Context: an optimization exercise on an open-source flow, tuned for small area and a short achievable clock period. The choices shown serve that exercise and are no tape-out recipe.
At most, simulation tests tie the RTL to the original design; equivalence was not proved.

==> inputs of trial 57 <==
Design pantry, start of the top module:
module pantry (
    input  wire        clk,
    input  wire        rst,
    input  wire        cmd_valid,
    input  wire [2:0]  cmd_op,
    input  wire [2:0]  cmd_queue,
    input  wire [31:0] cmd_data,
    output reg         resp_valid,
    output reg  [31:0] resp_data,
    output reg  [15:0] resp_payload,
    output wire [5:0]  pool_free,
    output wire        pool_exhausted,
    output wire [4:0]  reserve_total,
    output reg  [15:0] overrun_count,
    output reg  [15:0] reclaimed_count,
    output wire [7:0]  q_nonempty,
    output wire [7:0]  q_full
);
Settings: LEC_CHECK=0, CAP_MARGIN=20, CORE_MARGIN=2, CORE_UTILIZATION=40, PLACE_DENSITY=0.6, SLEW_MARGIN=20; clock period 30.0 ns.
standard.sh (not shown) runs the stock make flow with config.mk's settings and CLKGATE_MAP_FILE= SYNTH_SCRIPT=/design/flow/synth_recipe.tcl, a recipe that flattens the netlist after the stock synthesis.
==> flow/flow/run.sh <==
#!/bin/bash
bash standard.sh SETUP_SLACK_MARGIN=21 TNS_END_PERCENT=100 finish > standard.log 2>&1
==> inputs of build 58, as changes to trial 57 <==
--- a/flow/design.v
+++ b/flow/design.v
@@ -47,11 +47,11 @@
     reg [NQ-1:0] ge_d;       
     reg [NQ-1:0] ge_r;       
     reg [NQ-1:0] full_r;     
     reg [5:0] free_r;
     reg [6:0] s_base;  
-    reg [4:0] s_add;
+    reg [3:0] s_pa, s_pb;
     reg       fz_r;    
     reg [4:0] rt_r;    
     reg       sweep_active;
     reg [2:0] sweep_q;
     reg [4:0] sweep_idx;
@@ -116,19 +116,36 @@
             for (k = 0; k < 16; k = k + 1)
                 inc16[k] = a[k] ^ (k == 0 ? 1'b1 : &(a | ~((16'd1 << k) - 16'd1)));
         end
     endfunction
     function lt6(input [5:0] a, input [5:0] b);
-        integer k;
-        reg r;
+        integer k, j;
+        reg r, t;
         begin
             r = 1'b0;
-            for (k = 0; k < 6; k = k + 1)
-                r = (~a[k] & b[k]) | (~(a[k] ^ b[k]) & r);
+            for (k = 0; k < 6; k = k + 1) begin
+                t = ~a[k] & b[k];
+                for (j = k + 1; j < 6; j = j + 1)
+                    t = t & ~(a[j] ^ b[j]);
+                r = r | t;
+            end
             lt6 = r;
         end
     endfunction
+    function eqinc6(input [5:0] a, input [5:0] b);
+        integer k;
+        reg r, c;
+        begin
+            r = 1'b1;
+            c = 1'b1;
+            for (k = 0; k < 6; k = k + 1) begin
+                r = r & ((a[k] ^ b[k]) == c);
+                c = c & a[k];
+            end
+            eqinc6 = r;
+        end
+    endfunction
     function [6:0] add7(input [6:0] a, input [6:0] b, input cin);
         integer k, j, m;
         reg [6:0] g, p, c;
         reg t;
         begin
@@ -179,25 +196,21 @@
     always @(*) begin
         rd = 37'd0;
         for (i = 0; i < NC; i = i + 1)
             rd = rd | (sel[i] ? {cell_link[i], cell_data[i]} : 37'd0);
     end
-    reg [4:0] rt_oth [0:NQ-1];
-    always @(*)
-        for (i = 0; i < NQ; i = i + 1)
-            rt_oth[i] = rt_r - {1'b0, reserve[i]};
-    wire [4:0] rt_xq = rt_oth[q];
+    wire [6:0] rt_v = add7({2'b00, rt_r}, {3'b000, cmd_data[3:0]}, 1'b0);
     wire [2:0]  fld   = cmd_data[18:16];
     wire [15:0] v     = cmd_data[15:0];
     wire        v_hi0 = (v[15:6] == 10'd0);
-    wire [6:0]  rt_y  = add7({2'b00, rt_xq}, {3'b000, v[3:0]}, 1'b0);
+    wire [6:0]  rt_y  = add7({2'b00, rt_r}, add7({3'b000, v[3:0]}, ~{3'b000, rq}, 1'b1), 1'b0);
     reg         cfg_ok;
     always @(*) begin
         case (fld)
             3'd0: cfg_ok = v_hi0 && v[5:0] != 6'd0 && (!v[5] || v[4:0] == 5'd0);
             3'd1: cfg_ok = (v[15:4] == 12'd0) && (!v[3] || v[2:0] == 3'd0) && !neq
-                        && (!rt_y[5] && (!rt_y[4] || rt_y[3:0] == 4'd0));
+                        && !lt6({1'b1, rq}, rt_v[5:0]);
             3'd2: cfg_ok = (v == 16'd0) || (v_hi0 && lt6(lwq, v[5:0]) && !lt6(dq, v[5:0]));
             3'd3: cfg_ok = (v == 16'd0) || (v_hi0 && lt6(v[5:0], hq));
             default: cfg_ok = 1'b0;
         endcase
     end
@@ -212,12 +225,12 @@
     wire [1:0] eq_n  = qrst_ok ? {eq[1] ^ eq[0], ~eq[0]} : eq;
     wire [5:0] dq_n  = wr_d ? v[5:0] : dq;
     wire [3:0] rq_n  = wr_r ? v[3:0] : rq;
     wire [5:0] hq_n  = wr_h ? v[5:0] : hq;
     wire [5:0] lwq_n = wr_l ? v[5:0] : lwq;
-    wire hi_cross = push_ok && hq != 6'd0 && haq && lq_inc == hq;
-    wire lo_cross = pop_ok  && lwq != 6'd0 && laq && lq_dec == lwq;
+    wire hi_cross = push_ok && hq != 6'd0 && haq && eqinc6(lq, hq);
+    wire lo_cross = pop_ok  && lwq != 6'd0 && laq && eqinc6(lwq, lq);
     wire [7:0] hcq_n = is_cclr ? 8'd0 : (hi_cross && hcq != 8'hFF) ? inc8(hcq) : hcq;
     wire [7:0] lcq_n = is_cclr ? 8'd0 : (lo_cross && lcq != 8'hFF) ? inc8(lcq) : lcq;
     wire ovq_n = push_bad || (ovq && !(is_w1c && cmd_data[1]));
     wire hxq_n = hi_cross || (hxq && !(is_w1c && cmd_data[2]));
     wire lxq_n = lo_cross || (lxq && !(is_w1c && cmd_data[3]));
@@ -227,18 +240,18 @@
         laq_n = laq;
         neq_n = neq;
         gdq_n = gdq;
         grq_n = grq;
         if (push_ok) begin
-            haq_n = !hi_cross && (lt6(lq_inc, hq) || haq);
-            laq_n = lt6(lwq, lq_inc) || laq;
+            haq_n = !hi_cross && ((lt6(lq, hq) && !eqinc6(lq, hq)) || haq);
+            laq_n = !lt6(lq, lwq) || laq;
             neq_n = 1'b1;
-            gdq_n = gdq || lq_inc == dq;
-            grq_n = grq || lq_inc == {2'b00, rq};
+            gdq_n = gdq || eqinc6(lq, dq);
+            grq_n = grq || eqinc6(lq, {2'b00, rq});
         end else if (pop_ok) begin
-            haq_n = lt6(lq_dec, hq) || haq;
-            laq_n = !lo_cross && (lt6(lwq, lq_dec) || laq);
+            haq_n = lt6(lq, hq) || lq == hq || haq;
+            laq_n = !lo_cross && ((lt6(lwq, lq) && !eqinc6(lwq, lq)) || laq);
             neq_n = lq != 6'd1;
             gdq_n = gdq && lq != dq;
             grq_n = grq && lq != {2'b00, rq};
         end else if (qrst_ok) begin
             haq_n = hq != 6'd0 || haq;
@@ -258,34 +271,35 @@
     wire [5:0] fb   = sweep_free ? inc6(free_r) : free_r;
     wire [5:0] fb_p = inc6(fb);
     wire [5:0] fb_m = dec6(fb);
     wire [5:0] free_n = push_ok ? fb_m : pop_ok ? fb_p : fb;
     wire       fz_n   = push_ok ? (fb == 6'd1) : pop_ok ? 1'b0 : (fb == 6'd0);
-    wire [6:0] s_cur = add7(s_base, {{2{s_add[4]}}, s_add}, 1'b0);
+    wire [6:0] s_cur = add7(add7(s_base, {3'b000, s_pa}, 1'b0), ~{3'b000, s_pb}, 1'b1);
     wire [6:0] sb    = sweep_free ? add7(s_cur, 7'h7F, 1'b0) : s_cur;
     wire [5:0] nsb   = ~sb[5:0];      
-    wire [4:0] mn_lr = lt6(lq, {2'b00, rq}) ? lq[4:0] : {1'b0, rq};
     wire [6:0] w_cfg = add7(sb, {3'b000, v[3:0]}, 1'b0);    
-    wire [6:0] s_cfg = add7({3'b000, v[3:0]}, ~{3'b000, rq}, 1'b1);    
-    reg  [4:0] s_d;
+    wire       mn_l  = lt6(lq, {2'b00, rq});
+    reg  [3:0] s_pa_n, s_pb_n;
     reg        s_neg;    
     always @(*) begin
+        s_pa_n = 4'd0;
+        s_pb_n = 4'd0;
         if (push_ok) begin
-            s_d   = {4'd0, grq};
-            s_neg = grq ? (sb[6] && sb[5:0] != 6'h3F) : sb[6];
+            s_pa_n = {3'd0, grq};
+            s_neg  = grq ? (sb[6] && sb[5:0] != 6'h3F) : sb[6];
         end else if (pop_ok) begin
-            s_d   = (grq && lq != {2'b00, rq}) ? 5'h1F : 5'd0;
-            s_neg = (grq && lq != {2'b00, rq}) ? (sb[6] || sb == 7'd0) : sb[6];
+            s_pb_n = {3'd0, grq && lq != {2'b00, rq}};
+            s_neg  = (grq && lq != {2'b00, rq}) ? (sb[6] || sb == 7'd0) : sb[6];
         end else if (qrst_ok) begin
-            s_d   = mn_lr;
-            s_neg = sb[6] && (!lt6(nsb, lq) || !lt6(nsb, {2'b00, rq}));
+            s_pa_n = mn_l ? lq[3:0] : rq;
+            s_neg  = sb[6] && (!lt6(nsb, lq) || !lt6(nsb, {2'b00, rq}));
         end else if (wr_r) begin
-            s_d   = s_cfg[4:0];
-            s_neg = w_cfg[6] || (w_cfg[5:4] == 2'b00 && lt6({2'b00, w_cfg[3:0]}, {2'b00, rq}));
+            s_pa_n = v[3:0];
+            s_pb_n = rq;
+            s_neg  = w_cfg[6] || (w_cfg[5:4] == 2'b00 && lt6({2'b00, w_cfg[3:0]}, {2'b00, rq}));
         end else begin
-            s_d   = 5'd0;
-            s_neg = sb[6];
+            s_neg  = sb[6];
         end
     end
     wire fleh_n = !s_neg;
     always @(posedge clk) begin
         for (i = 0; i < NC; i = i + 1) begin
@@ -349,17 +363,19 @@
     end
     always @(posedge clk) begin
         if (rst) begin
             free_r <= 6'd32;
             s_base <= 7'h60;     
-            s_add  <= 5'd0;
+            s_pa   <= 4'd0;
+            s_pb   <= 4'd0;
             fz_r   <= 1'b0;
             rt_r   <= 5'd0;
         end else begin
             free_r <= free_n;
             s_base <= sb;
-            s_add  <= s_d;
+            s_pa   <= s_pa_n;
+            s_pb   <= s_pb_n;
             fz_r   <= fz_n;
             if (wr_r) rt_r <= rt_y[4:0];
         end
     end
     always @(posedge clk) begin
--- a/flow/config.mk
+++ b/flow/config.mk
@@ -5,8 +5,10 @@
 export SDC_FILE = /design/flow/constraint.sdc
 export NUM_CORES = 4
 export LEC_CHECK = 0
 export CAP_MARGIN = 20
 export CORE_MARGIN = 2
-export CORE_UTILIZATION = 40
-export PLACE_DENSITY = 0.6
+export CORE_UTILIZATION = 50
+export CTS_CLUSTER_DIAMETER = 70
+export CTS_CLUSTER_SIZE = 22
+export PLACE_DENSITY = 0.7
 export SLEW_MARGIN = 20
==> inputs of build 67, as changes to trial 57 <==
--- a/flow/design.v
+++ b/flow/design.v
@@ -47,11 +47,11 @@
     reg [NQ-1:0] ge_d;       
     reg [NQ-1:0] ge_r;       
     reg [NQ-1:0] full_r;     
     reg [5:0] free_r;
     reg [6:0] s_base;  
-    reg [4:0] s_add;
+    reg [3:0] s_pa, s_pb;
     reg       fz_r;    
     reg [4:0] rt_r;    
     reg       sweep_active;
     reg [2:0] sweep_q;
     reg [4:0] sweep_idx;
@@ -116,19 +116,36 @@
             for (k = 0; k < 16; k = k + 1)
                 inc16[k] = a[k] ^ (k == 0 ? 1'b1 : &(a | ~((16'd1 << k) - 16'd1)));
         end
     endfunction
     function lt6(input [5:0] a, input [5:0] b);
-        integer k;
-        reg r;
+        integer k, j;
+        reg r, t;
         begin
             r = 1'b0;
-            for (k = 0; k < 6; k = k + 1)
-                r = (~a[k] & b[k]) | (~(a[k] ^ b[k]) & r);
+            for (k = 0; k < 6; k = k + 1) begin
+                t = ~a[k] & b[k];
+                for (j = k + 1; j < 6; j = j + 1)
+                    t = t & ~(a[j] ^ b[j]);
+                r = r | t;
+            end
             lt6 = r;
         end
     endfunction
+    function eqinc6(input [5:0] a, input [5:0] b);
+        integer k;
+        reg r, c;
+        begin
+            r = 1'b1;
+            c = 1'b1;
+            for (k = 0; k < 6; k = k + 1) begin
+                r = r & ((a[k] ^ b[k]) == c);
+                c = c & a[k];
+            end
+            eqinc6 = r;
+        end
+    endfunction
     function [6:0] add7(input [6:0] a, input [6:0] b, input cin);
         integer k, j, m;
         reg [6:0] g, p, c;
         reg t;
         begin
@@ -179,25 +196,25 @@
     always @(*) begin
         rd = 37'd0;
         for (i = 0; i < NC; i = i + 1)
             rd = rd | (sel[i] ? {cell_link[i], cell_data[i]} : 37'd0);
     end
-    reg [4:0] rt_oth [0:NQ-1];
+    reg [4:0] rlim [0:NQ-1];
     always @(*)
         for (i = 0; i < NQ; i = i + 1)
-            rt_oth[i] = rt_r - {1'b0, reserve[i]};
-    wire [4:0] rt_xq = rt_oth[q];
+            rlim[i] = 5'd16 - rt_r + {1'b0, reserve[i]};
+    wire [4:0] rlim_q = rlim[q];
     wire [2:0]  fld   = cmd_data[18:16];
     wire [15:0] v     = cmd_data[15:0];
     wire        v_hi0 = (v[15:6] == 10'd0);
-    wire [6:0]  rt_y  = add7({2'b00, rt_xq}, {3'b000, v[3:0]}, 1'b0);
+    wire [6:0]  rt_y  = add7({3'b001, v[3:0]}, ~{2'b00, rlim_q}, 1'b1);
     reg         cfg_ok;
     always @(*) begin
         case (fld)
             3'd0: cfg_ok = v_hi0 && v[5:0] != 6'd0 && (!v[5] || v[4:0] == 5'd0);
             3'd1: cfg_ok = (v[15:4] == 12'd0) && (!v[3] || v[2:0] == 3'd0) && !neq
-                        && (!rt_y[5] && (!rt_y[4] || rt_y[3:0] == 4'd0));
+                        && !lt6({1'b0, rlim_q}, {2'b00, v[3:0]});
             3'd2: cfg_ok = (v == 16'd0) || (v_hi0 && lt6(lwq, v[5:0]) && !lt6(dq, v[5:0]));
             3'd3: cfg_ok = (v == 16'd0) || (v_hi0 && lt6(v[5:0], hq));
             default: cfg_ok = 1'b0;
         endcase
     end
@@ -212,12 +229,12 @@
     wire [1:0] eq_n  = qrst_ok ? {eq[1] ^ eq[0], ~eq[0]} : eq;
     wire [5:0] dq_n  = wr_d ? v[5:0] : dq;
     wire [3:0] rq_n  = wr_r ? v[3:0] : rq;
     wire [5:0] hq_n  = wr_h ? v[5:0] : hq;
     wire [5:0] lwq_n = wr_l ? v[5:0] : lwq;
-    wire hi_cross = push_ok && hq != 6'd0 && haq && lq_inc == hq;
-    wire lo_cross = pop_ok  && lwq != 6'd0 && laq && lq_dec == lwq;
+    wire hi_cross = push_ok && hq != 6'd0 && haq && eqinc6(lq, hq);
+    wire lo_cross = pop_ok  && lwq != 6'd0 && laq && eqinc6(lwq, lq);
     wire [7:0] hcq_n = is_cclr ? 8'd0 : (hi_cross && hcq != 8'hFF) ? inc8(hcq) : hcq;
     wire [7:0] lcq_n = is_cclr ? 8'd0 : (lo_cross && lcq != 8'hFF) ? inc8(lcq) : lcq;
     wire ovq_n = push_bad || (ovq && !(is_w1c && cmd_data[1]));
     wire hxq_n = hi_cross || (hxq && !(is_w1c && cmd_data[2]));
     wire lxq_n = lo_cross || (lxq && !(is_w1c && cmd_data[3]));
@@ -227,18 +244,18 @@
         laq_n = laq;
         neq_n = neq;
         gdq_n = gdq;
         grq_n = grq;
         if (push_ok) begin
-            haq_n = !hi_cross && (lt6(lq_inc, hq) || haq);
-            laq_n = lt6(lwq, lq_inc) || laq;
+            haq_n = !hi_cross && ((lt6(lq, hq) && !eqinc6(lq, hq)) || haq);
+            laq_n = !lt6(lq, lwq) || laq;
             neq_n = 1'b1;
-            gdq_n = gdq || lq_inc == dq;
-            grq_n = grq || lq_inc == {2'b00, rq};
+            gdq_n = gdq || eqinc6(lq, dq);
+            grq_n = grq || eqinc6(lq, {2'b00, rq});
         end else if (pop_ok) begin
-            haq_n = lt6(lq_dec, hq) || haq;
-            laq_n = !lo_cross && (lt6(lwq, lq_dec) || laq);
+            haq_n = lt6(lq, hq) || lq == hq || haq;
+            laq_n = !lo_cross && ((lt6(lwq, lq) && !eqinc6(lwq, lq)) || laq);
             neq_n = lq != 6'd1;
             gdq_n = gdq && lq != dq;
             grq_n = grq && lq != {2'b00, rq};
         end else if (qrst_ok) begin
             haq_n = hq != 6'd0 || haq;
@@ -258,34 +275,35 @@
     wire [5:0] fb   = sweep_free ? inc6(free_r) : free_r;
     wire [5:0] fb_p = inc6(fb);
     wire [5:0] fb_m = dec6(fb);
     wire [5:0] free_n = push_ok ? fb_m : pop_ok ? fb_p : fb;
     wire       fz_n   = push_ok ? (fb == 6'd1) : pop_ok ? 1'b0 : (fb == 6'd0);
-    wire [6:0] s_cur = add7(s_base, {{2{s_add[4]}}, s_add}, 1'b0);
+    wire [6:0] s_cur = add7(add7(s_base, {3'b000, s_pa}, 1'b0), ~{3'b000, s_pb}, 1'b1);
     wire [6:0] sb    = sweep_free ? add7(s_cur, 7'h7F, 1'b0) : s_cur;
     wire [5:0] nsb   = ~sb[5:0];      
-    wire [4:0] mn_lr = lt6(lq, {2'b00, rq}) ? lq[4:0] : {1'b0, rq};
     wire [6:0] w_cfg = add7(sb, {3'b000, v[3:0]}, 1'b0);    
-    wire [6:0] s_cfg = add7({3'b000, v[3:0]}, ~{3'b000, rq}, 1'b1);    
-    reg  [4:0] s_d;
+    wire       mn_l  = lt6(lq, {2'b00, rq});
+    reg  [3:0] s_pa_n, s_pb_n;
     reg        s_neg;    
     always @(*) begin
+        s_pa_n = 4'd0;
+        s_pb_n = 4'd0;
         if (push_ok) begin
-            s_d   = {4'd0, grq};
-            s_neg = grq ? (sb[6] && sb[5:0] != 6'h3F) : sb[6];
+            s_pa_n = {3'd0, grq};
+            s_neg  = grq ? (sb[6] && sb[5:0] != 6'h3F) : sb[6];
         end else if (pop_ok) begin
-            s_d   = (grq && lq != {2'b00, rq}) ? 5'h1F : 5'd0;
-            s_neg = (grq && lq != {2'b00, rq}) ? (sb[6] || sb == 7'd0) : sb[6];
+            s_pb_n = {3'd0, grq && lq != {2'b00, rq}};
+            s_neg  = (grq && lq != {2'b00, rq}) ? (sb[6] || sb == 7'd0) : sb[6];
         end else if (qrst_ok) begin
-            s_d   = mn_lr;
-            s_neg = sb[6] && (!lt6(nsb, lq) || !lt6(nsb, {2'b00, rq}));
+            s_pa_n = mn_l ? lq[3:0] : rq;
+            s_neg  = sb[6] && (!lt6(nsb, lq) || !lt6(nsb, {2'b00, rq}));
         end else if (wr_r) begin
-            s_d   = s_cfg[4:0];
-            s_neg = w_cfg[6] || (w_cfg[5:4] == 2'b00 && lt6({2'b00, w_cfg[3:0]}, {2'b00, rq}));
+            s_pa_n = v[3:0];
+            s_pb_n = rq;
+            s_neg  = w_cfg[6] || (w_cfg[5:4] == 2'b00 && lt6({2'b00, w_cfg[3:0]}, {2'b00, rq}));
         end else begin
-            s_d   = 5'd0;
-            s_neg = sb[6];
+            s_neg  = sb[6];
         end
     end
     wire fleh_n = !s_neg;
     always @(posedge clk) begin
         for (i = 0; i < NC; i = i + 1) begin
@@ -349,17 +367,19 @@
     end
     always @(posedge clk) begin
         if (rst) begin
             free_r <= 6'd32;
             s_base <= 7'h60;     
-            s_add  <= 5'd0;
+            s_pa   <= 4'd0;
+            s_pb   <= 4'd0;
             fz_r   <= 1'b0;
             rt_r   <= 5'd0;
         end else begin
             free_r <= free_n;
             s_base <= sb;
-            s_add  <= s_d;
+            s_pa   <= s_pa_n;
+            s_pb   <= s_pb_n;
             fz_r   <= fz_n;
             if (wr_r) rt_r <= rt_y[4:0];
         end
     end
     always @(posedge clk) begin
==> qor summary <==
| quantity | trial 57 | build 67 | build 58 |
|---|---|---|---|
| X dimension of the die | 452.9 um | 452.6 um | 406.1 um |
| Data required time at the worst endpoint | 30.77 ns | 30.72 ns | 30.73 ns |
| Slack of the worst reg-to-reg path | 22.30 ns | 21.42 ns | 21.52 ns |
| Outcome | finished clean | finished clean | finished clean |
| Number of clock buffers in the layout | 268 | 265 | 159 |
| Delay of the slowest critical-path stage | 0.56 ns | 0.54 ns | 0.52 ns |
| Worst min-delay path endpoint | overrun_count[1]$_SDFFE_PP0P_ | is_head[14]$_SDFF_PP0_ | overrun_count[4]$_SDFFE_PP0P_ |
| Wl on met1 | 106,700 um | 109,700 um | 96,550 um |
| Pre-CTS setup slack | 17.76 ns | 17.47 ns | 18.17 ns |
| Final layout net count | 5,738 | 5,882 | 5,797 |
| Clock period minus final worst setup slack | 9.456 ns | 9.726 ns | 9.131 ns |
| Insertion delay to the later sink of the worst-skew pair | 0.87 ns | 0.90 ns | 0.83 ns |
| Wire length of the first global-routing pass | 391,300 um | 400,600 um | 377,800 um |
| Met2 wire length | 132,200 um | 132,700 um | 124,600 um |
| Remaining max-slew budget at the tightest pin | 0.1519 | 0.05759 | 0.1432 |
| Endpoint of the worst register-to-register path | full_r[4]$_DFF_P_ | full_r[5]$_DFF_P_ | full_r[1]$_DFF_P_ |
Function not checked in build 67: the RTL went through the layout flow alone.

[separate check: timing with driven ports]
How much do the figures lean on ideal ports? The routed layouts below were timed once more, with nothing changed but the port constraints. Step 1 (the two cells are an assumption about what drives the block):
set clk [get_ports {clk}]
set_driving_cell -lib_cell sky130_fd_sc_hd__clkbuf_16 $clk
set_driving_cell -lib_cell sky130_fd_sc_hd__buf_2 [delete_from_list [all_inputs] $clk]
Step 2, shift: input delay + t, output delay - t, t = (earliest + latest rising clock arrival at the registers) / 2. This alone moves slack from input paths to output paths. Slacks: no drivers / after step 1 / after step 2; pairs: no drivers / after step 1.
run	t (ns)	setup WS [ns]	slew at the worst register clock pin (ns)	worst slew at a driven data input, ns	cell pins on the clock port's net
trial 57	0.920	20.544 / 20.364 / 19.444	0.07 / 0.07	0.26	1
build 58	0.855	20.870 / 20.638 / 19.784	0.10 / 0.10	0.35	1
build 67	0.948	20.274 / 19.935 / 18.987	0.07 / 0.07	0.44	1
After both steps setup and hold are still met in every run listed. The setup slack of build 67, which loses most, moves by -0.339 ns with the drivers and by -1.287 ns with both steps.
